What follows belongs to an exercise in optimizing a design on an open flow for small area; a production flow would make more cautious choices.
No functional check of the RTL was part of this run.
No activity file was given, so power comes from the tool's default toggle rates.

### flow/design.v
module pwm_trip_filter (
    input  wire       clk,
    input  wire       rst,
    input  wire       in_act,    
    input  wire       ce,        
    input  wire [9:0] n,         
    output reg        level      
);
    reg       in_q;
    reg [9:0] fcnt;
    always @(posedge clk) begin
        if (rst) begin
            in_q  <= 1'b0;
            level <= 1'b0;
            fcnt  <= 10'd0;
        end else begin
            in_q <= in_act;
            if (ce) begin
                if (in_q != level) begin
                    if (fcnt >= n) begin
                        level <= in_q;
                        fcnt  <= 10'd0;
                    end else begin
                        fcnt <= fcnt + 10'd1;
                    end
                end else begin
                    fcnt <= 10'd0;
                end
            end
        end
    end
endmodule
module pwm_leg (
    input  wire        clk,
    input  wire        rst,
    input  wire        start,       
    input  wire        cmd_en,
    input  wire        cmd_h,
    input  wire        measure,     
    input  wire        adapt_en,
    input  wire        sw_now,      
    input  wire [15:0] dt_fix,
    input  wire [15:0] dt_min,
    input  wire [15:0] dt_max,
    input  wire [11:0] margin,
    output wire        gh,          
    output wire        gl,          
    output wire [15:0] dt_rise,     
    output wire [15:0] dt_fall,     
    output reg         fb,          
    output wire        fb_enter     
);
    reg        cur_en;
    reg        cur_h;
    reg [15:0] dcnt;
    reg [15:0] dtr;
    reg [15:0] dtf;
    reg        win;
    reg        win_fall;
    reg        swq;
    reg [5:0]  miss;        
    assign dt_rise = adapt_en ? dtr : dt_fix;
    assign dt_fall = adapt_en ? dtf : dt_fix;
    wire        changed  = (cmd_en != cur_en) || (cmd_en && (cmd_h != cur_h));
    wire        edge_hl  = cur_en && cmd_en && (cmd_h != cur_h);
    wire [15:0] dt_sel   = cmd_h ? dt_rise : dt_fall;
    wire        dz       = (dcnt == 16'd0);
    assign gh = cur_en && cur_h && dz;
    assign gl = cur_en && !cur_h && dz;
    wire        trans    = win && (win_fall ? (swq && !sw_now) : (!swq && sw_now));
    wire        seen     = !changed && trans;
    wire        missed   = !changed && win && !trans && dz;
    wire [16:0] tm_marg  = {1'b0, dt_sel} - {1'b0, dcnt} + {5'd0, margin};
    wire [15:0] dt_new   = (tm_marg < {1'b0, dt_min}) ? dt_min :
                           (tm_marg > {1'b0, dt_max}) ? dt_max : tm_marg[15:0];
    assign fb_enter = missed && !fb && (miss == 6'd63);
    always @(posedge clk) begin
        cur_h <= cmd_h;
        swq   <= sw_now;
        if (changed)
            dcnt <= dt_sel;
        else if (!dz)
            dcnt <= dcnt - 16'd1;
        if (changed)
            win_fall <= !cmd_h;
        if (start || seen)
            miss <= 6'd0;
        else if (missed && !fb)
            miss <= miss + 6'd1;
    end
    always @(posedge clk) begin
        if (rst) begin
            cur_en <= 1'b0;
            win    <= 1'b0;
            fb     <= 1'b0;
            dtr    <= 16'd0;
            dtf    <= 16'd0;
        end else begin
            cur_en <= cmd_en;
            if (changed)
                win <= adapt_en && measure && edge_hl;
            else if (trans || dz)
                win <= 1'b0;
            if (start) begin
                dtr <= dt_fix;
                dtf <= dt_fix;
                fb  <= 1'b0;
            end else if (seen) begin
                if (win_fall)
                    dtf <= dt_new;
                else
                    dtr <= dt_new;
                fb <= 1'b0;
            end else if (fb_enter) begin
                fb  <= 1'b1;
                dtr <= dt_fix;
                dtf <= dt_fix;
            end
        end
    end
endmodule
module pwm_cmp (
    input  wire [15:0] duty,
    input  wire [19:0] t,         
    input  wire [21:0] t3,        
    input  wire [19:0] tmp,       
    input  wire [7:0]  min_pulse,
    output wire [19:0] cmp
);
    wire [14:0] d = duty[14:0];
    wire [6:0] s1, s2, s3;
    genvar r;
    generate for (r = 0; r < 7; r = r + 1) begin : g_dig
        assign s1[r] = d[2*r] & !d[2*r+1];
        assign s2[r] = !d[2*r] & d[2*r+1];
        assign s3[r] = d[2*r] & d[2*r+1];
    end endgenerate
    wire pp0_0 = (s1[0] & t[0]) | (s3[0] & t3[0]);
    wire pp0_1 = (s1[0] & t[1]) | (s2[0] & t[0]) | (s3[0] & t3[1]);
    wire pp0_2 = (s1[0] & t[2]) | (s2[0] & t[1]) | (s3[0] & t3[2]);
    wire pp0_3 = (s1[0] & t[3]) | (s2[0] & t[2]) | (s3[0] & t3[3]);
    wire pp0_4 = (s1[0] & t[4]) | (s2[0] & t[3]) | (s3[0] & t3[4]);
    wire pp0_5 = (s1[0] & t[5]) | (s2[0] & t[4]) | (s3[0] & t3[5]);
    wire pp0_6 = (s1[0] & t[6]) | (s2[0] & t[5]) | (s3[0] & t3[6]);
    wire pp0_7 = (s1[0] & t[7]) | (s2[0] & t[6]) | (s3[0] & t3[7]);
    wire pp0_8 = (s1[0] & t[8]) | (s2[0] & t[7]) | (s3[0] & t3[8]);
    wire pp0_9 = (s1[0] & t[9]) | (s2[0] & t[8]) | (s3[0] & t3[9]);
    wire pp0_10 = (s1[0] & t[10]) | (s2[0] & t[9]) | (s3[0] & t3[10]);
    wire pp0_11 = (s1[0] & t[11]) | (s2[0] & t[10]) | (s3[0] & t3[11]);
    wire pp0_12 = (s1[0] & t[12]) | (s2[0] & t[11]) | (s3[0] & t3[12]);
    wire pp0_13 = (s1[0] & t[13]) | (s2[0] & t[12]) | (s3[0] & t3[13]);
    wire pp0_14 = (s1[0] & t[14]) | (s2[0] & t[13]) | (s3[0] & t3[14]);
    wire pp0_15 = (s1[0] & t[15]) | (s2[0] & t[14]) | (s3[0] & t3[15]);
    wire pp0_16 = (s1[0] & t[16]) | (s2[0] & t[15]) | (s3[0] & t3[16]);
    wire pp0_17 = (s1[0] & t[17]) | (s2[0] & t[16]) | (s3[0] & t3[17]);
    wire pp0_18 = (s1[0] & t[18]) | (s2[0] & t[17]) | (s3[0] & t3[18]);
    wire pp0_19 = (s1[0] & t[19]) | (s2[0] & t[18]) | (s3[0] & t3[19]);
    wire pp0_20 = (s2[0] & t[19]) | (s3[0] & t3[20]);
    wire pp0_21 = (s3[0] & t3[21]);
    wire pp1_0 = (s1[1] & t[0]) | (s3[1] & t3[0]);
    wire pp1_1 = (s1[1] & t[1]) | (s2[1] & t[0]) | (s3[1] & t3[1]);
    wire pp1_2 = (s1[1] & t[2]) | (s2[1] & t[1]) | (s3[1] & t3[2]);
    wire pp1_3 = (s1[1] & t[3]) | (s2[1] & t[2]) | (s3[1] & t3[3]);
    wire pp1_4 = (s1[1] & t[4]) | (s2[1] & t[3]) | (s3[1] & t3[4]);
    wire pp1_5 = (s1[1] & t[5]) | (s2[1] & t[4]) | (s3[1] & t3[5]);
    wire pp1_6 = (s1[1] & t[6]) | (s2[1] & t[5]) | (s3[1] & t3[6]);
    wire pp1_7 = (s1[1] & t[7]) | (s2[1] & t[6]) | (s3[1] & t3[7]);
    wire pp1_8 = (s1[1] & t[8]) | (s2[1] & t[7]) | (s3[1] & t3[8]);
    wire pp1_9 = (s1[1] & t[9]) | (s2[1] & t[8]) | (s3[1] & t3[9]);
    wire pp1_10 = (s1[1] & t[10]) | (s2[1] & t[9]) | (s3[1] & t3[10]);
    wire pp1_11 = (s1[1] & t[11]) | (s2[1] & t[10]) | (s3[1] & t3[11]);
    wire pp1_12 = (s1[1] & t[12]) | (s2[1] & t[11]) | (s3[1] & t3[12]);
    wire pp1_13 = (s1[1] & t[13]) | (s2[1] & t[12]) | (s3[1] & t3[13]);
    wire pp1_14 = (s1[1] & t[14]) | (s2[1] & t[13]) | (s3[1] & t3[14]);
    wire pp1_15 = (s1[1] & t[15]) | (s2[1] & t[14]) | (s3[1] & t3[15]);
    wire pp1_16 = (s1[1] & t[16]) | (s2[1] & t[15]) | (s3[1] & t3[16]);
    wire pp1_17 = (s1[1] & t[17]) | (s2[1] & t[16]) | (s3[1] & t3[17]);
    wire pp1_18 = (s1[1] & t[18]) | (s2[1] & t[17]) | (s3[1] & t3[18]);
    wire pp1_19 = (s1[1] & t[19]) | (s2[1] & t[18]) | (s3[1] & t3[19]);
    wire pp1_20 = (s2[1] & t[19]) | (s3[1] & t3[20]);
    wire pp1_21 = (s3[1] & t3[21]);
    wire pp2_0 = (s1[2] & t[0]) | (s3[2] & t3[0]);
    wire pp2_1 = (s1[2] & t[1]) | (s2[2] & t[0]) | (s3[2] & t3[1]);
    wire pp2_2 = (s1[2] & t[2]) | (s2[2] & t[1]) | (s3[2] & t3[2]);
    wire pp2_3 = (s1[2] & t[3]) | (s2[2] & t[2]) | (s3[2] & t3[3]);
    wire pp2_4 = (s1[2] & t[4]) | (s2[2] & t[3]) | (s3[2] & t3[4]);
    wire pp2_5 = (s1[2] & t[5]) | (s2[2] & t[4]) | (s3[2] & t3[5]);
    wire pp2_6 = (s1[2] & t[6]) | (s2[2] & t[5]) | (s3[2] & t3[6]);
    wire pp2_7 = (s1[2] & t[7]) | (s2[2] & t[6]) | (s3[2] & t3[7]);
    wire pp2_8 = (s1[2] & t[8]) | (s2[2] & t[7]) | (s3[2] & t3[8]);
    wire pp2_9 = (s1[2] & t[9]) | (s2[2] & t[8]) | (s3[2] & t3[9]);
    wire pp2_10 = (s1[2] & t[10]) | (s2[2] & t[9]) | (s3[2] & t3[10]);
    wire pp2_11 = (s1[2] & t[11]) | (s2[2] & t[10]) | (s3[2] & t3[11]);
    wire pp2_12 = (s1[2] & t[12]) | (s2[2] & t[11]) | (s3[2] & t3[12]);
    wire pp2_13 = (s1[2] & t[13]) | (s2[2] & t[12]) | (s3[2] & t3[13]);
    wire pp2_14 = (s1[2] & t[14]) | (s2[2] & t[13]) | (s3[2] & t3[14]);
    wire pp2_15 = (s1[2] & t[15]) | (s2[2] & t[14]) | (s3[2] & t3[15]);
    wire pp2_16 = (s1[2] & t[16]) | (s2[2] & t[15]) | (s3[2] & t3[16]);
    wire pp2_17 = (s1[2] & t[17]) | (s2[2] & t[16]) | (s3[2] & t3[17]);
    wire pp2_18 = (s1[2] & t[18]) | (s2[2] & t[17]) | (s3[2] & t3[18]);
    wire pp2_19 = (s1[2] & t[19]) | (s2[2] & t[18]) | (s3[2] & t3[19]);
    wire pp2_20 = (s2[2] & t[19]) | (s3[2] & t3[20]);
    wire pp2_21 = (s3[2] & t3[21]);
    wire pp3_0 = (s1[3] & t[0]) | (s3[3] & t3[0]);
    wire pp3_1 = (s1[3] & t[1]) | (s2[3] & t[0]) | (s3[3] & t3[1]);
    wire pp3_2 = (s1[3] & t[2]) | (s2[3] & t[1]) | (s3[3] & t3[2]);
    wire pp3_3 = (s1[3] & t[3]) | (s2[3] & t[2]) | (s3[3] & t3[3]);
    wire pp3_4 = (s1[3] & t[4]) | (s2[3] & t[3]) | (s3[3] & t3[4]);
    wire pp3_5 = (s1[3] & t[5]) | (s2[3] & t[4]) | (s3[3] & t3[5]);
    wire pp3_6 = (s1[3] & t[6]) | (s2[3] & t[5]) | (s3[3] & t3[6]);
    wire pp3_7 = (s1[3] & t[7]) | (s2[3] & t[6]) | (s3[3] & t3[7]);
    wire pp3_8 = (s1[3] & t[8]) | (s2[3] & t[7]) | (s3[3] & t3[8]);
    wire pp3_9 = (s1[3] & t[9]) | (s2[3] & t[8]) | (s3[3] & t3[9]);
    wire pp3_10 = (s1[3] & t[10]) | (s2[3] & t[9]) | (s3[3] & t3[10]);
    wire pp3_11 = (s1[3] & t[11]) | (s2[3] & t[10]) | (s3[3] & t3[11]);
    wire pp3_12 = (s1[3] & t[12]) | (s2[3] & t[11]) | (s3[3] & t3[12]);
    wire pp3_13 = (s1[3] & t[13]) | (s2[3] & t[12]) | (s3[3] & t3[13]);
    wire pp3_14 = (s1[3] & t[14]) | (s2[3] & t[13]) | (s3[3] & t3[14]);
    wire pp3_15 = (s1[3] & t[15]) | (s2[3] & t[14]) | (s3[3] & t3[15]);
    wire pp3_16 = (s1[3] & t[16]) | (s2[3] & t[15]) | (s3[3] & t3[16]);
    wire pp3_17 = (s1[3] & t[17]) | (s2[3] & t[16]) | (s3[3] & t3[17]);
    wire pp3_18 = (s1[3] & t[18]) | (s2[3] & t[17]) | (s3[3] & t3[18]);
    wire pp3_19 = (s1[3] & t[19]) | (s2[3] & t[18]) | (s3[3] & t3[19]);
    wire pp3_20 = (s2[3] & t[19]) | (s3[3] & t3[20]);
    wire pp3_21 = (s3[3] & t3[21]);
    wire pp4_0 = (s1[4] & t[0]) | (s3[4] & t3[0]);
    wire pp4_1 = (s1[4] & t[1]) | (s2[4] & t[0]) | (s3[4] & t3[1]);
    wire pp4_2 = (s1[4] & t[2]) | (s2[4] & t[1]) | (s3[4] & t3[2]);
    wire pp4_3 = (s1[4] & t[3]) | (s2[4] & t[2]) | (s3[4] & t3[3]);
    wire pp4_4 = (s1[4] & t[4]) | (s2[4] & t[3]) | (s3[4] & t3[4]);
    wire pp4_5 = (s1[4] & t[5]) | (s2[4] & t[4]) | (s3[4] & t3[5]);
    wire pp4_6 = (s1[4] & t[6]) | (s2[4] & t[5]) | (s3[4] & t3[6]);
    wire pp4_7 = (s1[4] & t[7]) | (s2[4] & t[6]) | (s3[4] & t3[7]);
    wire pp4_8 = (s1[4] & t[8]) | (s2[4] & t[7]) | (s3[4] & t3[8]);
    wire pp4_9 = (s1[4] & t[9]) | (s2[4] & t[8]) | (s3[4] & t3[9]);
    wire pp4_10 = (s1[4] & t[10]) | (s2[4] & t[9]) | (s3[4] & t3[10]);
    wire pp4_11 = (s1[4] & t[11]) | (s2[4] & t[10]) | (s3[4] & t3[11]);
    wire pp4_12 = (s1[4] & t[12]) | (s2[4] & t[11]) | (s3[4] & t3[12]);
    wire pp4_13 = (s1[4] & t[13]) | (s2[4] & t[12]) | (s3[4] & t3[13]);
    wire pp4_14 = (s1[4] & t[14]) | (s2[4] & t[13]) | (s3[4] & t3[14]);
    wire pp4_15 = (s1[4] & t[15]) | (s2[4] & t[14]) | (s3[4] & t3[15]);
    wire pp4_16 = (s1[4] & t[16]) | (s2[4] & t[15]) | (s3[4] & t3[16]);
    wire pp4_17 = (s1[4] & t[17]) | (s2[4] & t[16]) | (s3[4] & t3[17]);
    wire pp4_18 = (s1[4] & t[18]) | (s2[4] & t[17]) | (s3[4] & t3[18]);
    wire pp4_19 = (s1[4] & t[19]) | (s2[4] & t[18]) | (s3[4] & t3[19]);
    wire pp4_20 = (s2[4] & t[19]) | (s3[4] & t3[20]);
    wire pp4_21 = (s3[4] & t3[21]);
    wire pp5_0 = (s1[5] & t[0]) | (s3[5] & t3[0]);
    wire pp5_1 = (s1[5] & t[1]) | (s2[5] & t[0]) | (s3[5] & t3[1]);
    wire pp5_2 = (s1[5] & t[2]) | (s2[5] & t[1]) | (s3[5] & t3[2]);
    wire pp5_3 = (s1[5] & t[3]) | (s2[5] & t[2]) | (s3[5] & t3[3]);
    wire pp5_4 = (s1[5] & t[4]) | (s2[5] & t[3]) | (s3[5] & t3[4]);
    wire pp5_5 = (s1[5] & t[5]) | (s2[5] & t[4]) | (s3[5] & t3[5]);
    wire pp5_6 = (s1[5] & t[6]) | (s2[5] & t[5]) | (s3[5] & t3[6]);
    wire pp5_7 = (s1[5] & t[7]) | (s2[5] & t[6]) | (s3[5] & t3[7]);
    wire pp5_8 = (s1[5] & t[8]) | (s2[5] & t[7]) | (s3[5] & t3[8]);
    wire pp5_9 = (s1[5] & t[9]) | (s2[5] & t[8]) | (s3[5] & t3[9]);
    wire pp5_10 = (s1[5] & t[10]) | (s2[5] & t[9]) | (s3[5] & t3[10]);
    wire pp5_11 = (s1[5] & t[11]) | (s2[5] & t[10]) | (s3[5] & t3[11]);
    wire pp5_12 = (s1[5] & t[12]) | (s2[5] & t[11]) | (s3[5] & t3[12]);
    wire pp5_13 = (s1[5] & t[13]) | (s2[5] & t[12]) | (s3[5] & t3[13]);
    wire pp5_14 = (s1[5] & t[14]) | (s2[5] & t[13]) | (s3[5] & t3[14]);
    wire pp5_15 = (s1[5] & t[15]) | (s2[5] & t[14]) | (s3[5] & t3[15]);
    wire pp5_16 = (s1[5] & t[16]) | (s2[5] & t[15]) | (s3[5] & t3[16]);
    wire pp5_17 = (s1[5] & t[17]) | (s2[5] & t[16]) | (s3[5] & t3[17]);
    wire pp5_18 = (s1[5] & t[18]) | (s2[5] & t[17]) | (s3[5] & t3[18]);
    wire pp5_19 = (s1[5] & t[19]) | (s2[5] & t[18]) | (s3[5] & t3[19]);
    wire pp5_20 = (s2[5] & t[19]) | (s3[5] & t3[20]);
    wire pp5_21 = (s3[5] & t3[21]);
    wire pp6_0 = (s1[6] & t[0]) | (s3[6] & t3[0]);
    wire pp6_1 = (s1[6] & t[1]) | (s2[6] & t[0]) | (s3[6] & t3[1]);
    wire pp6_2 = (s1[6] & t[2]) | (s2[6] & t[1]) | (s3[6] & t3[2]);
    wire pp6_3 = (s1[6] & t[3]) | (s2[6] & t[2]) | (s3[6] & t3[3]);
    wire pp6_4 = (s1[6] & t[4]) | (s2[6] & t[3]) | (s3[6] & t3[4]);
    wire pp6_5 = (s1[6] & t[5]) | (s2[6] & t[4]) | (s3[6] & t3[5]);
    wire pp6_6 = (s1[6] & t[6]) | (s2[6] & t[5]) | (s3[6] & t3[6]);
    wire pp6_7 = (s1[6] & t[7]) | (s2[6] & t[6]) | (s3[6] & t3[7]);
    wire pp6_8 = (s1[6] & t[8]) | (s2[6] & t[7]) | (s3[6] & t3[8]);
    wire pp6_9 = (s1[6] & t[9]) | (s2[6] & t[8]) | (s3[6] & t3[9]);
    wire pp6_10 = (s1[6] & t[10]) | (s2[6] & t[9]) | (s3[6] & t3[10]);
    wire pp6_11 = (s1[6] & t[11]) | (s2[6] & t[10]) | (s3[6] & t3[11]);
    wire pp6_12 = (s1[6] & t[12]) | (s2[6] & t[11]) | (s3[6] & t3[12]);
    wire pp6_13 = (s1[6] & t[13]) | (s2[6] & t[12]) | (s3[6] & t3[13]);
    wire pp6_14 = (s1[6] & t[14]) | (s2[6] & t[13]) | (s3[6] & t3[14]);
    wire pp6_15 = (s1[6] & t[15]) | (s2[6] & t[14]) | (s3[6] & t3[15]);
    wire pp6_16 = (s1[6] & t[16]) | (s2[6] & t[15]) | (s3[6] & t3[16]);
    wire pp6_17 = (s1[6] & t[17]) | (s2[6] & t[16]) | (s3[6] & t3[17]);
    wire pp6_18 = (s1[6] & t[18]) | (s2[6] & t[17]) | (s3[6] & t3[18]);
    wire pp6_19 = (s1[6] & t[19]) | (s2[6] & t[18]) | (s3[6] & t3[19]);
    wire pp6_20 = (s2[6] & t[19]) | (s3[6] & t3[20]);
    wire pp6_21 = (s3[6] & t3[21]);
    wire pp7_0 = d[14] & t[0];
    wire pp7_1 = d[14] & t[1];
    wire pp7_2 = d[14] & t[2];
    wire pp7_3 = d[14] & t[3];
    wire pp7_4 = d[14] & t[4];
    wire pp7_5 = d[14] & t[5];
    wire pp7_6 = d[14] & t[6];
    wire pp7_7 = d[14] & t[7];
    wire pp7_8 = d[14] & t[8];
    wire pp7_9 = d[14] & t[9];
    wire pp7_10 = d[14] & t[10];
    wire pp7_11 = d[14] & t[11];
    wire pp7_12 = d[14] & t[12];
    wire pp7_13 = d[14] & t[13];
    wire pp7_14 = d[14] & t[14];
    wire pp7_15 = d[14] & t[15];
    wire pp7_16 = d[14] & t[16];
    wire pp7_17 = d[14] & t[17];
    wire pp7_18 = d[14] & t[18];
    wire pp7_19 = d[14] & t[19];
    wire hs0 = pp0_12 ^ pp1_10;
    wire hc0 = pp0_12 & pp1_10;
    wire fs1 = pp0_13 ^ pp1_11 ^ pp2_9;
    wire fc1 = (pp0_13 & pp1_11) | (pp2_9 & (pp0_13 ^ pp1_11));
    wire fs2 = pp0_14 ^ pp1_12 ^ pp2_10;
    wire fc2 = (pp0_14 & pp1_12) | (pp2_10 & (pp0_14 ^ pp1_12));
    wire fs3 = pp3_8 ^ pp4_6 ^ pp5_4;
    wire fc3 = (pp3_8 & pp4_6) | (pp5_4 & (pp3_8 ^ pp4_6));
    wire fs4 = pp0_15 ^ pp1_13 ^ pp2_11;
    wire fc4 = (pp0_15 & pp1_13) | (pp2_11 & (pp0_15 ^ pp1_13));
    wire fs5 = pp3_9 ^ pp4_7 ^ pp5_5;
    wire fc5 = (pp3_9 & pp4_7) | (pp5_5 & (pp3_9 ^ pp4_7));
    wire fs6 = pp0_16 ^ pp1_14 ^ pp2_12;
    wire fc6 = (pp0_16 & pp1_14) | (pp2_12 & (pp0_16 ^ pp1_14));
    wire fs7 = pp3_10 ^ pp4_8 ^ pp5_6;
    wire fc7 = (pp3_10 & pp4_8) | (pp5_6 & (pp3_10 ^ pp4_8));
    wire fs8 = pp0_17 ^ pp1_15 ^ pp2_13;
    wire fc8 = (pp0_17 & pp1_15) | (pp2_13 & (pp0_17 ^ pp1_15));
    wire fs9 = pp3_11 ^ pp4_9 ^ pp5_7;
    wire fc9 = (pp3_11 & pp4_9) | (pp5_7 & (pp3_11 ^ pp4_9));
    wire fs10 = pp0_18 ^ pp1_16 ^ pp2_14;
    wire fc10 = (pp0_18 & pp1_16) | (pp2_14 & (pp0_18 ^ pp1_16));
    wire fs11 = pp3_12 ^ pp4_10 ^ pp5_8;
    wire fc11 = (pp3_12 & pp4_10) | (pp5_8 & (pp3_12 ^ pp4_10));
    wire fs12 = pp0_19 ^ pp1_17 ^ pp2_15;
    wire fc12 = (pp0_19 & pp1_17) | (pp2_15 & (pp0_19 ^ pp1_17));
    wire fs13 = pp3_13 ^ pp4_11 ^ pp5_9;
    wire fc13 = (pp3_13 & pp4_11) | (pp5_9 & (pp3_13 ^ pp4_11));
    wire fs14 = pp0_20 ^ pp1_18 ^ pp2_16;
    wire fc14 = (pp0_20 & pp1_18) | (pp2_16 & (pp0_20 ^ pp1_18));
    wire fs15 = pp3_14 ^ pp4_12 ^ pp5_10;
    wire fc15 = (pp3_14 & pp4_12) | (pp5_10 & (pp3_14 ^ pp4_12));
    wire fs16 = pp0_21 ^ pp1_19 ^ pp2_17;
    wire fc16 = (pp0_21 & pp1_19) | (pp2_17 & (pp0_21 ^ pp1_19));
    wire fs17 = pp3_15 ^ pp4_13 ^ pp5_11;
    wire fc17 = (pp3_15 & pp4_13) | (pp5_11 & (pp3_15 ^ pp4_13));
    wire fs18 = pp1_20 ^ pp2_18 ^ pp3_16;
    wire fc18 = (pp1_20 & pp2_18) | (pp3_16 & (pp1_20 ^ pp2_18));
    wire hs19 = pp4_14 ^ pp5_12;
    wire hc19 = pp4_14 & pp5_12;
    wire fs20 = pp1_21 ^ pp2_19 ^ pp3_17;
    wire fc20 = (pp1_21 & pp2_19) | (pp3_17 & (pp1_21 ^ pp2_19));
    wire hs21 = pp4_15 ^ pp5_13;
    wire hc21 = pp4_15 & pp5_13;
    wire fs22 = pp2_20 ^ pp3_18 ^ pp4_16;
    wire fc22 = (pp2_20 & pp3_18) | (pp4_16 & (pp2_20 ^ pp3_18));
    wire hs23 = pp2_21 ^ pp3_19;
    wire hc23 = pp2_21 & pp3_19;
    wire hs24 = pp0_8 ^ pp1_6;
    wire hc24 = pp0_8 & pp1_6;
    wire fs25 = pp0_9 ^ pp1_7 ^ pp2_5;
    wire fc25 = (pp0_9 & pp1_7) | (pp2_5 & (pp0_9 ^ pp1_7));
    wire fs26 = pp0_10 ^ pp1_8 ^ pp2_6;
    wire fc26 = (pp0_10 & pp1_8) | (pp2_6 & (pp0_10 ^ pp1_8));
    wire hs27 = pp3_4 ^ pp4_2;
    wire hc27 = pp3_4 & pp4_2;
    wire fs28 = pp0_11 ^ pp1_9 ^ pp2_7;
    wire fc28 = (pp0_11 & pp1_9) | (pp2_7 & (pp0_11 ^ pp1_9));
    wire fs29 = pp3_5 ^ pp4_3 ^ pp5_1;
    wire fc29 = (pp3_5 & pp4_3) | (pp5_1 & (pp3_5 ^ pp4_3));
    wire fs30 = hs0 ^ pp2_8 ^ pp3_6;
    wire fc30 = (hs0 & pp2_8) | (pp3_6 & (hs0 ^ pp2_8));
    wire fs31 = pp4_4 ^ pp5_2 ^ pp6_0;
    wire fc31 = (pp4_4 & pp5_2) | (pp6_0 & (pp4_4 ^ pp5_2));
    wire fs32 = hc0 ^ fs1 ^ pp3_7;
    wire fc32 = (hc0 & fs1) | (pp3_7 & (hc0 ^ fs1));
    wire fs33 = pp4_5 ^ pp5_3 ^ pp6_1;
    wire fc33 = (pp4_5 & pp5_3) | (pp6_1 & (pp4_5 ^ pp5_3));
    wire fs34 = fc1 ^ fs2 ^ fs3;
    wire fc34 = (fc1 & fs2) | (fs3 & (fc1 ^ fs2));
    wire fs35 = pp6_2 ^ pp7_0 ^ 1'b1;
    wire fc35 = (pp6_2 & pp7_0) | (1'b1 & (pp6_2 ^ pp7_0));
    wire fs36 = fc2 ^ fc3 ^ fs4;
    wire fc36 = (fc2 & fc3) | (fs4 & (fc2 ^ fc3));
    wire fs37 = fs5 ^ pp6_3 ^ pp7_1;
    wire fc37 = (fs5 & pp6_3) | (pp7_1 & (fs5 ^ pp6_3));
    wire fs38 = fc4 ^ fc5 ^ fs6;
    wire fc38 = (fc4 & fc5) | (fs6 & (fc4 ^ fc5));
    wire fs39 = fs7 ^ pp6_4 ^ pp7_2;
    wire fc39 = (fs7 & pp6_4) | (pp7_2 & (fs7 ^ pp6_4));
    wire fs40 = fc6 ^ fc7 ^ fs8;
    wire fc40 = (fc6 & fc7) | (fs8 & (fc6 ^ fc7));
    wire fs41 = fs9 ^ pp6_5 ^ pp7_3;
    wire fc41 = (fs9 & pp6_5) | (pp7_3 & (fs9 ^ pp6_5));
    wire fs42 = fc8 ^ fc9 ^ fs10;
    wire fc42 = (fc8 & fc9) | (fs10 & (fc8 ^ fc9));
    wire fs43 = fs11 ^ pp6_6 ^ pp7_4;
    wire fc43 = (fs11 & pp6_6) | (pp7_4 & (fs11 ^ pp6_6));
    wire fs44 = fc10 ^ fc11 ^ fs12;
    wire fc44 = (fc10 & fc11) | (fs12 & (fc10 ^ fc11));
    wire fs45 = fs13 ^ pp6_7 ^ pp7_5;
    wire fc45 = (fs13 & pp6_7) | (pp7_5 & (fs13 ^ pp6_7));
    wire fs46 = fc12 ^ fc13 ^ fs14;
    wire fc46 = (fc12 & fc13) | (fs14 & (fc12 ^ fc13));
    wire fs47 = fs15 ^ pp6_8 ^ pp7_6;
    wire fc47 = (fs15 & pp6_8) | (pp7_6 & (fs15 ^ pp6_8));
    wire fs48 = fc14 ^ fc15 ^ fs16;
    wire fc48 = (fc14 & fc15) | (fs16 & (fc14 ^ fc15));
    wire fs49 = fs17 ^ pp6_9 ^ pp7_7;
    wire fc49 = (fs17 & pp6_9) | (pp7_7 & (fs17 ^ pp6_9));
    wire fs50 = fc16 ^ fc17 ^ fs18;
    wire fc50 = (fc16 & fc17) | (fs18 & (fc16 ^ fc17));
    wire fs51 = hs19 ^ pp6_10 ^ pp7_8;
    wire fc51 = (hs19 & pp6_10) | (pp7_8 & (hs19 ^ pp6_10));
    wire fs52 = fc18 ^ hc19 ^ fs20;
    wire fc52 = (fc18 & hc19) | (fs20 & (fc18 ^ hc19));
    wire fs53 = hs21 ^ pp6_11 ^ pp7_9;
    wire fc53 = (hs21 & pp6_11) | (pp7_9 & (hs21 ^ pp6_11));
    wire fs54 = fc20 ^ hc21 ^ fs22;
    wire fc54 = (fc20 & hc21) | (fs22 & (fc20 ^ hc21));
    wire fs55 = pp5_14 ^ pp6_12 ^ pp7_10;
    wire fc55 = (pp5_14 & pp6_12) | (pp7_10 & (pp5_14 ^ pp6_12));
    wire fs56 = fc22 ^ hs23 ^ pp4_17;
    wire fc56 = (fc22 & hs23) | (pp4_17 & (fc22 ^ hs23));
    wire fs57 = pp5_15 ^ pp6_13 ^ pp7_11;
    wire fc57 = (pp5_15 & pp6_13) | (pp7_11 & (pp5_15 ^ pp6_13));
    wire fs58 = hc23 ^ pp3_20 ^ pp4_18;
    wire fc58 = (hc23 & pp3_20) | (pp4_18 & (hc23 ^ pp3_20));
    wire fs59 = pp5_16 ^ pp6_14 ^ pp7_12;
    wire fc59 = (pp5_16 & pp6_14) | (pp7_12 & (pp5_16 ^ pp6_14));
    wire fs60 = pp3_21 ^ pp4_19 ^ pp5_17;
    wire fc60 = (pp3_21 & pp4_19) | (pp5_17 & (pp3_21 ^ pp4_19));
    wire hs61 = pp6_15 ^ pp7_13;
    wire hc61 = pp6_15 & pp7_13;
    wire fs62 = pp4_20 ^ pp5_18 ^ pp6_16;
    wire fc62 = (pp4_20 & pp5_18) | (pp6_16 & (pp4_20 ^ pp5_18));
    wire hs63 = pp4_21 ^ pp5_19;
    wire hc63 = pp4_21 & pp5_19;
    wire hs64 = pp0_6 ^ pp1_4;
    wire hc64 = pp0_6 & pp1_4;
    wire fs65 = pp0_7 ^ pp1_5 ^ pp2_3;
    wire fc65 = (pp0_7 & pp1_5) | (pp2_3 & (pp0_7 ^ pp1_5));
    wire fs66 = hs24 ^ pp2_4 ^ pp3_2;
    wire fc66 = (hs24 & pp2_4) | (pp3_2 & (hs24 ^ pp2_4));
    wire fs67 = hc24 ^ fs25 ^ pp3_3;
    wire fc67 = (hc24 & fs25) | (pp3_3 & (hc24 ^ fs25));
    wire fs68 = fc25 ^ fs26 ^ hs27;
    wire fc68 = (fc25 & fs26) | (hs27 & (fc25 ^ fs26));
    wire fs69 = fc26 ^ hc27 ^ fs28;
    wire fc69 = (fc26 & hc27) | (fs28 & (fc26 ^ hc27));
    wire fs70 = fc28 ^ fc29 ^ fs30;
    wire fc70 = (fc28 & fc29) | (fs30 & (fc28 ^ fc29));
    wire fs71 = fc30 ^ fc31 ^ fs32;
    wire fc71 = (fc30 & fc31) | (fs32 & (fc30 ^ fc31));
    wire fs72 = fc32 ^ fc33 ^ fs34;
    wire fc72 = (fc32 & fc33) | (fs34 & (fc32 ^ fc33));
    wire fs73 = fc34 ^ fc35 ^ fs36;
    wire fc73 = (fc34 & fc35) | (fs36 & (fc34 ^ fc35));
    wire fs74 = fc36 ^ fc37 ^ fs38;
    wire fc74 = (fc36 & fc37) | (fs38 & (fc36 ^ fc37));
    wire fs75 = fc38 ^ fc39 ^ fs40;
    wire fc75 = (fc38 & fc39) | (fs40 & (fc38 ^ fc39));
    wire fs76 = fc40 ^ fc41 ^ fs42;
    wire fc76 = (fc40 & fc41) | (fs42 & (fc40 ^ fc41));
    wire fs77 = fc42 ^ fc43 ^ fs44;
    wire fc77 = (fc42 & fc43) | (fs44 & (fc42 ^ fc43));
    wire fs78 = fc44 ^ fc45 ^ fs46;
    wire fc78 = (fc44 & fc45) | (fs46 & (fc44 ^ fc45));
    wire fs79 = fc46 ^ fc47 ^ fs48;
    wire fc79 = (fc46 & fc47) | (fs48 & (fc46 ^ fc47));
    wire fs80 = fc48 ^ fc49 ^ fs50;
    wire fc80 = (fc48 & fc49) | (fs50 & (fc48 ^ fc49));
    wire fs81 = fc50 ^ fc51 ^ fs52;
    wire fc81 = (fc50 & fc51) | (fs52 & (fc50 ^ fc51));
    wire fs82 = fc52 ^ fc53 ^ fs54;
    wire fc82 = (fc52 & fc53) | (fs54 & (fc52 ^ fc53));
    wire fs83 = fc54 ^ fc55 ^ fs56;
    wire fc83 = (fc54 & fc55) | (fs56 & (fc54 ^ fc55));
    wire fs84 = fc56 ^ fc57 ^ fs58;
    wire fc84 = (fc56 & fc57) | (fs58 & (fc56 ^ fc57));
    wire fs85 = fc58 ^ fc59 ^ fs60;
    wire fc85 = (fc58 & fc59) | (fs60 & (fc58 ^ fc59));
    wire fs86 = fc60 ^ hc61 ^ fs62;
    wire fc86 = (fc60 & hc61) | (fs62 & (fc60 ^ hc61));
    wire fs87 = fc62 ^ hs63 ^ pp6_17;
    wire fc87 = (fc62 & hs63) | (pp6_17 & (fc62 ^ hs63));
    wire fs88 = hc63 ^ pp5_20 ^ pp6_18;
    wire fc88 = (hc63 & pp5_20) | (pp6_18 & (hc63 ^ pp5_20));
    wire hs89 = pp5_21 ^ pp6_19;
    wire hc89 = pp5_21 & pp6_19;
    wire hs90 = pp0_4 ^ pp1_2;
    wire hc90 = pp0_4 & pp1_2;
    wire fs91 = pp0_5 ^ pp1_3 ^ pp2_1;
    wire fc91 = (pp0_5 & pp1_3) | (pp2_1 & (pp0_5 ^ pp1_3));
    wire fs92 = hs64 ^ pp2_2 ^ pp3_0;
    wire fc92 = (hs64 & pp2_2) | (pp3_0 & (hs64 ^ pp2_2));
    wire fs93 = hc64 ^ fs65 ^ pp3_1;
    wire fc93 = (hc64 & fs65) | (pp3_1 & (hc64 ^ fs65));
    wire fs94 = fc65 ^ fs66 ^ pp4_0;
    wire fc94 = (fc65 & fs66) | (pp4_0 & (fc65 ^ fs66));
    wire fs95 = fc66 ^ fs67 ^ pp4_1;
    wire fc95 = (fc66 & fs67) | (pp4_1 & (fc66 ^ fs67));
    wire fs96 = fc67 ^ fs68 ^ pp5_0;
    wire fc96 = (fc67 & fs68) | (pp5_0 & (fc67 ^ fs68));
    wire fs97 = fc68 ^ fs69 ^ fs29;
    wire fc97 = (fc68 & fs69) | (fs29 & (fc68 ^ fs69));
    wire fs98 = fc69 ^ fs70 ^ fs31;
    wire fc98 = (fc69 & fs70) | (fs31 & (fc69 ^ fs70));
    wire fs99 = fc70 ^ fs71 ^ fs33;
    wire fc99 = (fc70 & fs71) | (fs33 & (fc70 ^ fs71));
    wire fs100 = fc71 ^ fs72 ^ fs35;
    wire fc100 = (fc71 & fs72) | (fs35 & (fc71 ^ fs72));
    wire fs101 = fc72 ^ fs73 ^ fs37;
    wire fc101 = (fc72 & fs73) | (fs37 & (fc72 ^ fs73));
    wire fs102 = fc73 ^ fs74 ^ fs39;
    wire fc102 = (fc73 & fs74) | (fs39 & (fc73 ^ fs74));
    wire fs103 = fc74 ^ fs75 ^ fs41;
    wire fc103 = (fc74 & fs75) | (fs41 & (fc74 ^ fs75));
    wire fs104 = fc75 ^ fs76 ^ fs43;
    wire fc104 = (fc75 & fs76) | (fs43 & (fc75 ^ fs76));
    wire fs105 = fc76 ^ fs77 ^ fs45;
    wire fc105 = (fc76 & fs77) | (fs45 & (fc76 ^ fs77));
    wire fs106 = fc77 ^ fs78 ^ fs47;
    wire fc106 = (fc77 & fs78) | (fs47 & (fc77 ^ fs78));
    wire fs107 = fc78 ^ fs79 ^ fs49;
    wire fc107 = (fc78 & fs79) | (fs49 & (fc78 ^ fs79));
    wire fs108 = fc79 ^ fs80 ^ fs51;
    wire fc108 = (fc79 & fs80) | (fs51 & (fc79 ^ fs80));
    wire fs109 = fc80 ^ fs81 ^ fs53;
    wire fc109 = (fc80 & fs81) | (fs53 & (fc80 ^ fs81));
    wire fs110 = fc81 ^ fs82 ^ fs55;
    wire fc110 = (fc81 & fs82) | (fs55 & (fc81 ^ fs82));
    wire fs111 = fc82 ^ fs83 ^ fs57;
    wire fc111 = (fc82 & fs83) | (fs57 & (fc82 ^ fs83));
    wire fs112 = fc83 ^ fs84 ^ fs59;
    wire fc112 = (fc83 & fs84) | (fs59 & (fc83 ^ fs84));
    wire fs113 = fc84 ^ fs85 ^ hs61;
    wire fc113 = (fc84 & fs85) | (hs61 & (fc84 ^ fs85));
    wire fs114 = fc85 ^ fs86 ^ pp7_14;
    wire fc114 = (fc85 & fs86) | (pp7_14 & (fc85 ^ fs86));
    wire fs115 = fc86 ^ fs87 ^ pp7_15;
    wire fc115 = (fc86 & fs87) | (pp7_15 & (fc86 ^ fs87));
    wire fs116 = fc87 ^ fs88 ^ pp7_16;
    wire fc116 = (fc87 & fs88) | (pp7_16 & (fc87 ^ fs88));
    wire fs117 = fc88 ^ hs89 ^ pp7_17;
    wire fc117 = (fc88 & hs89) | (pp7_17 & (fc88 ^ hs89));
    wire fs118 = hc89 ^ pp6_20 ^ pp7_18;
    wire fc118 = (hc89 & pp6_20) | (pp7_18 & (hc89 ^ pp6_20));
    wire hs119 = pp6_21 ^ pp7_19;
    wire hc119 = pp6_21 & pp7_19;
    wire [34:0] ra = {hc119, fc118, fc117, fc116, fc115, fc114, fc113, fc112, fc111, fc110, fc109, fc108, fc107, fc106, fc105, fc104, fc103, fc102, fc101, fc100, fc99, fc98, fc97, fc96, fc95, fc94, fc93, fc92, fc91, hc90, hs90, pp0_3, pp0_2, pp0_1, pp0_0};
    wire [34:0] rb = {1'b0, hs119, fs118, fs117, fs116, fs115, fs114, fs113, fs112, fs111, fs110, fs109, fs108, fs107, fs106, fs105, fs104, fs103, fs102, fs101, fs100, fs99, fs98, fs97, fs96, fs95, fs94, fs93, fs92, fs91, pp2_0, pp1_1, pp1_0, 1'b0, 1'b0};
    wire [15:0] lc;
    assign lc[0] = 1'b0;
    genvar k;
    generate for (k = 0; k < 15; k = k + 1) begin : g_rc
        assign lc[k+1] = (ra[k] & rb[k]) | (lc[k] & (ra[k] ^ rb[k]));
    end endgenerate
    wire [19:0] hi = ra[34:15] + rb[34:15] + lc[15];
    wire [34:0] prod = {hi, 15'd0};
    wire [19:0] raw  = prod[34:15];
    wire low  = !duty[15] && (raw[19:12] == 8'd0) && (raw[11:4] < min_pulse)
                && (raw[11:0] != 12'd0);
    wire high = duty[15] || (raw > tmp);
    assign cmp = low ? 20'd0 : high ? t : raw;
endmodule
module pwm_axis (
    input  wire        clk,
    input  wire        rst,
    input  wire [19:0] t_pwm,         
    input  wire [1:0]  k_sel,         
    input  wire        inv_h,         
    input  wire        inv_l,         
    input  wire [7:0]  min_pulse,     
    input  wire [15:0] dt_min,
    input  wire [15:0] dt_max,
    input  wire [15:0] dt_fix,
    input  wire [11:0] margin,
    input  wire        adapt_en,
    input  wire        sw_inv,
    input  wire [9:0]  filt_n,        
    input  wire        filt_clk,      
    input  wire        trip_pol,      
    input  wire        trip_en,
    input  wire        trip_action,   
    input  wire [7:0]  latch_n,       
    input  wire [15:0] win,           
    input  wire [9:0]  gfilt_n,       
    input  wire        gfilt_clk,
    input  wire        gtrip_pol,
    input  wire        gtrip_en,
    input  wire        gmode,         
    input  wire        gmask,         
    input  wire        pwm_on,        
    input  wire [15:0] duty_u,        
    input  wire [15:0] duty_v,
    input  wire [15:0] duty_w,
    input  wire [2:0]  rel,           
    input  wire [2:0]  sw,            
    input  wire        trip_in,       
    input  wire        gtrip_in,      
    input  wire        sto,           
    input  wire        fault_clear,   
    input  wire        clr_fb_seen,   
    input  wire        clr_trip_total,  
    output wire [2:0]  gate_h,        
    output wire [2:0]  gate_l,        
    output wire        tick,          
    output reg         on,
    output reg         sto_now,
    output wire        trip_now,
    output wire [2:0]  fb_now,
    output reg  [2:0]  fb_seen,
    output wire        in_level,
    output wire        g_level,
    output reg         window_open,
    output reg         latched,
    output reg  [7:0]  win_count,
    output reg  [15:0] trip_total,
    output reg         ev_pwm,
    output reg  [19:0] cmp_u,
    output reg  [19:0] cmp_v,
    output reg  [19:0] cmp_w,
    output reg  [2:0]  released,
    output wire [15:0] dt_rise_u,
    output wire [15:0] dt_fall_u,
    output wire [15:0] dt_rise_v,
    output wire [15:0] dt_fall_v,
    output wire [15:0] dt_rise_w,
    output wire [15:0] dt_fall_w
);
    reg  [19:0] cnt;
    reg  [1:0]  pidx;
    reg         ps;                             
    wire [20:0] cnt_inc = {1'b0, cnt} + 21'd1;
    wire        pend    = (cnt_inc >= {1'b0, t_pwm});  
    wire        plast   = (k_sel == 2'd0) || ((k_sel == 2'd1) ? (pidx != 2'd0) : (pidx == 2'd3));
    assign tick = pend && plast;
    always @(posedge clk) begin
        if (rst) begin
            cnt  <= 20'd0;
            pidx <= 2'd0;
            ps   <= 1'b1;
        end else begin
            ps <= pend;
            if (pend) begin
                cnt  <= 20'd0;
                pidx <= plast ? 2'd0 : pidx + 2'd1;
            end else begin
                cnt <= cnt_inc[19:0];
            end
        end
    end
    reg  [2:0] pre;
    always @(posedge clk) begin
        if (rst)
            pre <= 3'd0;
        else
            pre <= pre + 3'd1;
    end
    wire ax_level;
    wire gr_level;
    pwm_trip_filter u_ftrip (
        .clk    (clk),
        .rst    (rst),
        .in_act (trip_in ^ trip_pol),
        .ce     (!filt_clk || (pre == 3'd7)),
        .n      (filt_n),
        .level  (ax_level)
    );
    pwm_trip_filter u_fgtrip (
        .clk    (clk),
        .rst    (rst),
        .in_act (gtrip_in ^ gtrip_pol),
        .ce     (!gfilt_clk || (pre == 3'd7)),
        .n      (gfilt_n),
        .level  (gr_level)
    );
    assign in_level = ax_level;
    assign g_level  = gmask && gr_level;
    reg  hold_r;
    reg  counted;
    reg  [15:0] wrem;       
    wire trip_act = (trip_en && ax_level) || (gtrip_en && !gmode && g_level);
    wire hold     = on && !sto_now && (trip_act || (hold_r && !ps));
    assign trip_now = hold;
    wire tp_new      = hold && !(counted && !ps);
    wire closing     = on && ps && window_open && (wrem == 16'd1);
    wire [8:0] wc_inc = {1'b0, win_count} + 9'd1;
    wire latch_cnt   = tp_new && (wc_inc >= {1'b0, latch_n});
    wire latch_grp   = on && !sto_now && gtrip_en && gmode && g_level;
    wire latch_now   = latch_cnt || latch_grp;
    wire win_opens   = tp_new && !window_open;
    wire [16:0] tt_inc = {1'b0, trip_total} + 17'd1;
    wire start = tick && pwm_on && !on && !sto_now && !latched;
    wire stop  = on && ((pend && !pwm_on) || sto_now || latch_now);
    always @(posedge clk) begin
        hold_r  <= hold;
        counted <= tp_new || (counted && !ps);
        if (win_opens)
            wrem <= win;
        else if (ps)
            wrem <= wrem - 16'd1;
        if (rst) begin
            on          <= 1'b0;
            sto_now     <= 1'b0;
            latched     <= 1'b0;
            window_open <= 1'b0;
            win_count   <= 8'd0;
            trip_total  <= 16'd0;
        end else begin
            sto_now <= sto;
            latched <= (latched && !fault_clear) || latch_now;
            if (start)
                on <= 1'b1;
            else if (stop)
                on <= 1'b0;
            if (clr_trip_total)
                trip_total <= 16'd0;
            else if (tp_new && !tt_inc[16])
                trip_total <= tt_inc[15:0];
            if (!on || closing) begin
                window_open <= 1'b0;
                win_count   <= 8'd0;
            end else if (tp_new) begin
                window_open <= 1'b1;
                win_count   <= wc_inc[7:0];
            end
        end
    end
    wire [19:0] cmp_u_new;
    wire [19:0] cmp_v_new;
    wire [19:0] cmp_w_new;
    wire [21:0] t3  = {2'b00, t_pwm} + {1'b0, t_pwm, 1'b0};
    wire [19:0] tmp = {t_pwm[19:4] - {8'd0, min_pulse}, t_pwm[3:0]};
    pwm_cmp u_cmp_u (.duty(duty_u), .t(t_pwm), .t3(t3), .tmp(tmp), .min_pulse(min_pulse), .cmp(cmp_u_new));
    pwm_cmp u_cmp_v (.duty(duty_v), .t(t_pwm), .t3(t3), .tmp(tmp), .min_pulse(min_pulse), .cmp(cmp_v_new));
    pwm_cmp u_cmp_w (.duty(duty_w), .t(t_pwm), .t3(t3), .tmp(tmp), .min_pulse(min_pulse), .cmp(cmp_w_new));
    wire load = tick && (start || (on && !stop));
    always @(posedge clk) begin
        if (rst) begin
            cmp_u    <= 20'd0;
            cmp_v    <= 20'd0;
            cmp_w    <= 20'd0;
            released <= 3'b111;
        end else if (load) begin
            cmp_u    <= cmp_u_new;
            cmp_v    <= cmp_v_new;
            cmp_w    <= cmp_w_new;
            released <= rel;
        end
    end
    wire        run    = on && !sto_now;
    wire [2:0]  cmd_en;
    wire [2:0]  cmd_h;
    wire [59:0] cmp_all = {cmp_w, cmp_v, cmp_u};
    wire [2:0]  gh;
    wire [2:0]  gl;
    wire [2:0]  fb_enter;
    wire [47:0] dtr_all;
    wire [47:0] dtf_all;
    genvar i;
    generate
        for (i = 0; i < 3; i = i + 1) begin : g_leg
            assign cmd_en[i] = run && (hold ? trip_action : !released[i]);
            assign cmd_h[i]  = !hold && (cnt < cmp_all[20*i +: 20]);
            pwm_leg u_leg (
                .clk      (clk),
                .rst      (rst),
                .start    (start),
                .cmd_en   (cmd_en[i]),
                .cmd_h    (cmd_h[i]),
                .measure  (!hold),
                .adapt_en (adapt_en),
                .sw_now   (sw[i] ^ sw_inv),
                .dt_fix   (dt_fix),
                .dt_min   (dt_min),
                .dt_max   (dt_max),
                .margin   (margin),
                .gh       (gh[i]),
                .gl       (gl[i]),
                .dt_rise  (dtr_all[16*i +: 16]),
                .dt_fall  (dtf_all[16*i +: 16]),
                .fb       (fb_now[i]),
                .fb_enter (fb_enter[i])
            );
        end
    endgenerate
    assign gate_h = gh ^ {3{inv_h}};
    assign gate_l = gl ^ {3{inv_l}};
    assign dt_rise_u = dtr_all[15:0];
    assign dt_fall_u = dtf_all[15:0];
    assign dt_rise_v = dtr_all[31:16];
    assign dt_fall_v = dtf_all[31:16];
    assign dt_rise_w = dtr_all[47:32];
    assign dt_fall_w = dtf_all[47:32];
    always @(posedge clk) begin
        if (rst) begin
            fb_seen <= 3'b000;
            ev_pwm  <= 1'b0;
        end else begin
            fb_seen <= (clr_fb_seen ? 3'b000 : fb_seen) | fb_enter;
            ev_pwm  <= win_opens || (latch_now && !latched) || (|fb_enter);
        end
    end
endmodule
### flow/run.sh
#!/bin/bash
# synth_recipe.tcl (not shown) runs the flow's synth.tcl, then flattens the netlist and writes it again
# the make line also repeats each setting of config.mk as NAME=value (left out here)
make -C /OpenROAD-flow-scripts/flow DESIGN_CONFIG=/design/flow/config.mk WORK_HOME=/design/flow/orfs CLKGATE_MAP_FILE= SYNTH_SCRIPT=/design/flow/synth_recipe.tcl finish
### flow/config.mk
export PLATFORM = sky130hd
export DESIGN_NAME = pwm_axis
export DESIGN_NICKNAME = pwm_axis
export VERILOG_FILES = /design/flow/design.v
export SDC_FILE = /design/flow/constraint.sdc
export NUM_CORES = 4
export LEC_CHECK = 0
export CAP_MARGIN = 20
export CORE_MARGIN = 2
export CORE_UTILIZATION = 60
export SLEW_MARGIN = 20
### flow/constraint.sdc
create_clock -name core_clock -period 13.0 [get_ports {clk}]
set_input_delay 2.6000 -clock core_clock [delete_from_list [all_inputs] [get_ports {clk}]]
set_output_delay 2.6000 -clock core_clock [all_outputs]
set_load 0.01 [all_outputs]
==> summary.txt <==
## timing repair
item                                    CTS  global route
endpoints found under the setup margin    0            22
endpoints found under the hold margin     0             0
gates resized for setup                   0             5
buffers inserted                          0             3
## worst max-delay path by stage
stage	cells past startpoint	start	to	slack, ns
finish	44	t_pwm[1]	cmp_v[18]$_SDFFE_PP0P_	0.63
global route	42	t_pwm[1]	cmp_w[12]$_SDFFE_PP0P_	0.05
CTS	44	t_pwm[1]	cmp_v[18]$_SDFFE_PP0P_	0.61
detailed placement	44	t_pwm[1]	cmp_w[15]$_SDFFE_PP0P_	0.04
global placement	44	t_pwm[1]	cmp_w[5]$_SDFFE_PP0P_	0.19
floorplan	43	t_pwm[1]	cmp_v[6]$_SDFFE_PP0P_	0.84
## kinds of logic after synthesis
family                     count (synthesis)  synth area share (%)
DFF                                      343                 14.95
xor gates and xnor gates                 268                 4.656
muxes                                    245                 5.053
adders and majority gates                890                 27.52
buffers and inverters                   1048                 7.937
AOI/OAI and AO/OA                       1663                 22.12
and+or+nand+nor                         1969                 17.76
## report_power, final
group	internal [mW]	switching [mW]
Clock	0.774	0.528
Combinational	4.15	6.62
Sequential	1.09	0.00891
## through the flow
step | area [sq um] | utilization (%) | total power, mW
3_3_place_gp | 55920 | 67.04 | 11.30
4_1_cts | 57490 | 68.91 | 12.85
2_1_floorplan | 50410 | - | 8.155
6_report | 57580 | 69.02 | 13.17
5_1_grt | 57570 | 69.01 | 14.24
3_5_place_dp | 55940 | 67.06 | 11.52
## synth_stat cells, types with 45 or more instances
| cell | n | area, sq um |
|---|---|---|
| sky130_fd_sc_hd__edfxtp_1 | 67 | 2012 |
| sky130_fd_sc_hd__nand4_1 | 45 | 281.5 |
| sky130_fd_sc_hd__inv_1 | 602 | 2260 |
| sky130_fd_sc_hd__a22oi_1 | 46 | 345.3 |
| sky130_fd_sc_hd__a31oi_1 | 49 | 306.5 |
| sky130_fd_sc_hd__nand2b_1 | 58 | 362.9 |
| sky130_fd_sc_hd__mux2i_1 | 169 | 1692 |
| sky130_fd_sc_hd__xor2_1 | 100 | 875.8 |
| sky130_fd_sc_hd__ha_1 | 525 | 6569 |
| sky130_fd_sc_hd__nand3_1 | 142 | 710.7 |
| sky130_fd_sc_hd__a21oi_1 | 298 | 1491 |
| sky130_fd_sc_hd__a22o_1 | 279 | 2444 |
| sky130_fd_sc_hd__fa_1 | 365 | 7307 |
| sky130_fd_sc_hd__o21ai_0 | 495 | 2477 |
| sky130_fd_sc_hd__and2_1 | 96 | 600.6 |
| sky130_fd_sc_hd__o221ai_1 | 76 | 665.6 |
| sky130_fd_sc_hd__nor2b_1 | 80 | 500.5 |
| sky130_fd_sc_hd__a21o_1 | 75 | 563.0 |
| sky130_fd_sc_hd__nand2_1 | 928 | 3483 |
| sky130_fd_sc_hd__a211oi_1 | 45 | 337.8 |
| sky130_fd_sc_hd__clkbuf_1 | 378 | 1419 |
| sky130_fd_sc_hd__nor3_1 | 87 | 435.4 |
| sky130_fd_sc_hd__dfxtp_1 | 276 | 5525 |
| sky130_fd_sc_hd__xnor2_1 | 168 | 1471 |
| sky130_fd_sc_hd__nor2_1 | 372 | 1396 |
| sky130_fd_sc_hd__mux2_2 | 76 | 855.8 |
## state kept, by name, summed over array words and instances, names as in the netlist, 18 cells and up
signal / cells
g_leg.u_leg.dtf: 48
g_leg.u_leg.miss: 18
cmp_w: 20
cmp_v: 20
g_leg.u_leg.dcnt: 48
g_leg.u_leg.dtr: 48
cmp_u: 20
cnt: 20
## area by class of cell
type | instances | area share, %
Sequential cell | 343 | 13.09
Timing Repair Buffer | 626 | 9.907
Multi-Input combinational cell | 5035 | 68.02
Inverter | 602 | 3.925
Tap cell | 1080 | 2.347
Antenna cell | 6 | 0.02608
Clock buffer | 57 | 2.125
Clock inverter | 21 | 0.5628
## metal layers
| metal | track usage (%) | vias to the layer above | part of all wire [%] |
|---|---|---|---|
| li1 | - | 22801 | - |
| met1 | 52.46 | 23622 | 36 |
| met2 | 69.77 | 3265 | 44 |
| met4 | 33.98 | 2 | 9.3 |
| met5 | 0 | - | 0.0072 |
| met3 | 8.580 | 840 | 11 |
==> results_tabular.tex <==
\begin{tabular}{lr}
\hline
Metric & Value \\
\hline
\multicolumn{2}{l}{\textbf{Run status}} \\
\quad Run status & timing/DRC/antenna clean \\
\multicolumn{2}{l}{\textbf{Global route}} \\
\quad Number of antenna violations at the first check in global routing & 8 \\
\quad Total congestion overflow after global routing & 0 \\
\quad Maximum number of pins on one net before global-route repair & 80 \\
\quad Vias in the first global route & 48912 \\
\quad Aggregate global-route resource usage & 43.95\% \\
\quad First-pass GRT wire length & 292.7 mm \\
\multicolumn{2}{l}{\textbf{Cells and area}} \\
\quad Final cell count without fillers & 7770 \\
\quad Ratio of cells with drive above 1 in the final layout & 6.912\% \\
\quad Commonest cells after routing, fill and taps aside & 928 x sky130\_fd\_sc\_hd\_\_nand2\_1, 602 x sky130\_fd\_sc\_hd\_\_inv\_1, 525 x sky130\_fd\_sc\_hd\_\_ha\_1 \\
\quad Total Nets Final & 7750 \\
\quad FF/Latch Area & 7537 sq um \\
\quad Area occupied by multi-input gates & 39160 sq um \\
\quad Commonest non-fill, non-tap cell in the layout & sky130\_fd\_sc\_hd\_\_nand2\_1 \\
\quad Area Overhead vs Synth & 14.21\% \\
\quad Count of filler cells inserted in the layout & 7095 \\
\multicolumn{2}{l}{\textbf{STA}} \\
\quad Final setup TNS & 0 ns \\
\quad Slew @ Worst Pin & 1.221 ns \\
\quad Worst relative slew slack & 17.77\% \\
\quad Achievable frequency & 80.87 MHz \\
\quad Setup violators final & 0 \\
\quad Final hold violations & 0 \\
\quad Fin crit period & 12.37 ns \\
\quad Final setup margin & 0.6349 ns \\
\quad Setup repair after global routing missed its margin & false \\
\quad Worst slack on hold paths & 0.4174 ns \\
\quad Ratio of final minimum period to clock period & 95.12\% \\
\quad Number of pins with negative max-slew slack in the final report & 0 \\
\quad Worst Skew & 0.05295 ns \\
\multicolumn{2}{l}{\textbf{Synthesis}} \\
\quad Synthesized flop and latch total & 343 \\
\quad Count of flip-flops with a built-in enable after synthesis & 67 \\
\quad Seq/Total Area, Yosys & 14.95\% \\
\quad Post-synthesis average cell area & 7.845 sq um \\
\quad Mapped Area & 50410 sq um \\
\quad Gate count after technology mapping & 6426 \\
\quad Warning count from the yosys run & 3 \\
\quad Async set-reset flop share out of synthesis & 0\% \\
\quad Cell variety after synth & 93 \\
\quad Commonest register cell after synthesis & sky130\_fd\_sc\_hd\_\_dfxtp\_1 \\
\quad Synth Net Count & 7526 \\
\multicolumn{2}{l}{\textbf{Placement}} \\
\quad HPWL Detailed & 150.3 mm \\
\quad Total of buffers placed on input and output ports & 413 \\
\quad Final weighted congestion in routability-driven placement & 1.058 \\
\quad \# placed instances & 7682 \\
\quad Pre-CTS WS & 0.03668 ns \\
\multicolumn{2}{l}{\textbf{CTS}} \\
\quad Number of CTS-inserted buffers & 42 \\
\quad Root buffer cell & sky130\_fd\_sc\_hd\_\_clkbuf\_16 \\
\quad CTS Hold Bufs & 0 \\
\quad Sink Count & 343 \\
\quad TritonCTS clock tree & done \\
\quad Maximum number of buffers from clock root to sink & 3 \\
\quad Clock latency on the worst-skew pair & 0.61 ns \\
\quad Maximum level of the CTS H-tree & 2 \\
\quad Worst-path clk slew & 0.06 ns \\
\multicolumn{2}{l}{\textbf{Floorplan}} \\
\quad Total Die Area & 86360 sq um \\
\quad Die Height & 293.9 um \\
\quad Effective utilization at floorplan & 60.43\% \\
\quad Die span in x & 293.9 um \\
\quad Number of primary I/O pins & 414 \\
\quad Area of the core region & 83420 sq um \\
\quad Placement Rows & 106 \\
\multicolumn{2}{l}{\textbf{Critical path}} \\
\quad Data arrival time at the worst-slack endpoint & 12.85 ns \\
\quad Slowest stage cell, crit path & sky130\_fd\_sc\_hd\_\_fa\_1 \\
\quad Critical path's most frequent cell & sky130\_fd\_sc\_hd\_\_fa\_1 \\
\quad CP delay by family, top & compound AO/OA/AOI/OAI gates \\
\quad Maximum cell stage delay along the critical path & 0.53 ns \\
\quad Startpoint-to-endpoint class of the critical path & primary input to flip-flop \\
\quad RR Startpoint & cmp\_w[7]\$\_SDFFE\_PP0P\_ \\
\quad Sum of buffers and inverters on the critical path & 5 \\
\quad Terminus of the critical flop-to-flop path & g\_leg[2].u\_leg.dtf[3]\$\_SDFFE\_PP0P\_ \\
\quad Top fanout value on the critical path & 7 \\
\quad Capturing element type of the critical path & flip-flop \\
\quad Depth of the worst register-to-register path & 30 \\
\quad Required time reported for the critical path endpoint & 13.49 ns \\
\quad Worst R2R Setup Slack & 3.37 ns \\
\quad Crit path launch type & primary input \\
\multicolumn{2}{l}{\textbf{Drt}} \\
\quad Mean routed wirelength per cell & 24.94 um \\
\quad Routed wire length & 193.8 mm \\
\quad Count of routing violations after the opening detailed-route iteration & 5191 \\
\quad Via count & 50530 \\
\quad Remaining antenna violation count & 0 \\
\quad DRC violation count after routing & 0 \\
\quad Routed via count divided by cell count & 6.503 \\
\quad Detailed Routing Iterations Pass 1 & 9 \\
\multicolumn{2}{l}{\textbf{Min path}} \\
\quad Endpoint of the worst hold path & pre[0]\$\_SDFF\_PP0\_ \\
\quad Hold path start & pre[0]\$\_SDFF\_PP0\_ \\
\quad Hold Path Stages & 1 \\
\quad HP Class & flip-flop to flip-flop \\
\multicolumn{2}{l}{\textbf{Power and ir drop}} \\
\quad Cell Pwr Density & 228.7 nW/um\^{}2 \\
\quad Static leakage & 26.23 nW \\
\quad VDD IR-drop max & 272.2 uV \\
\multicolumn{2}{l}{\textbf{Job}} \\
\quad Number of violations of the max-capacitance limit & 0 \\
\hline
\end{tabular}

-- afterwards: timing with drivers on the ports --
In the flow no input, the clock included, has a driving cell. The finished layout below was timed again as built, in two steps. Step 1 (the two cells are an assumption about what drives the block):
set clk [get_ports {clk}]
set_driving_cell -lib_cell sky130_fd_sc_hd__clkbuf_16 $clk
set_driving_cell -lib_cell sky130_fd_sc_hd__buf_2 [delete_from_list [all_inputs] $clk]
Step 2 times the ports against the registers' clock, not the clock port: input delays grow and output delays shrink by t, the midpoint of the rising clock arrivals with the driver on. Slacks: ideal ports / drivers / drivers and shift; pairs: ideal ports / drivers.
t (ns): 0.664
setup WS [ns]: 0.635 / 0.688 / 0.024
worst setup path at the end: input to register
latest minus earliest clock arrival (ns): 0.053 / 0.053
worst slew at a driven data input, ns: 0.14
After both steps setup and hold are still met in this run. The setup slack of this run moves by +0.053 ns with the drivers and by -0.611 ns with both steps.
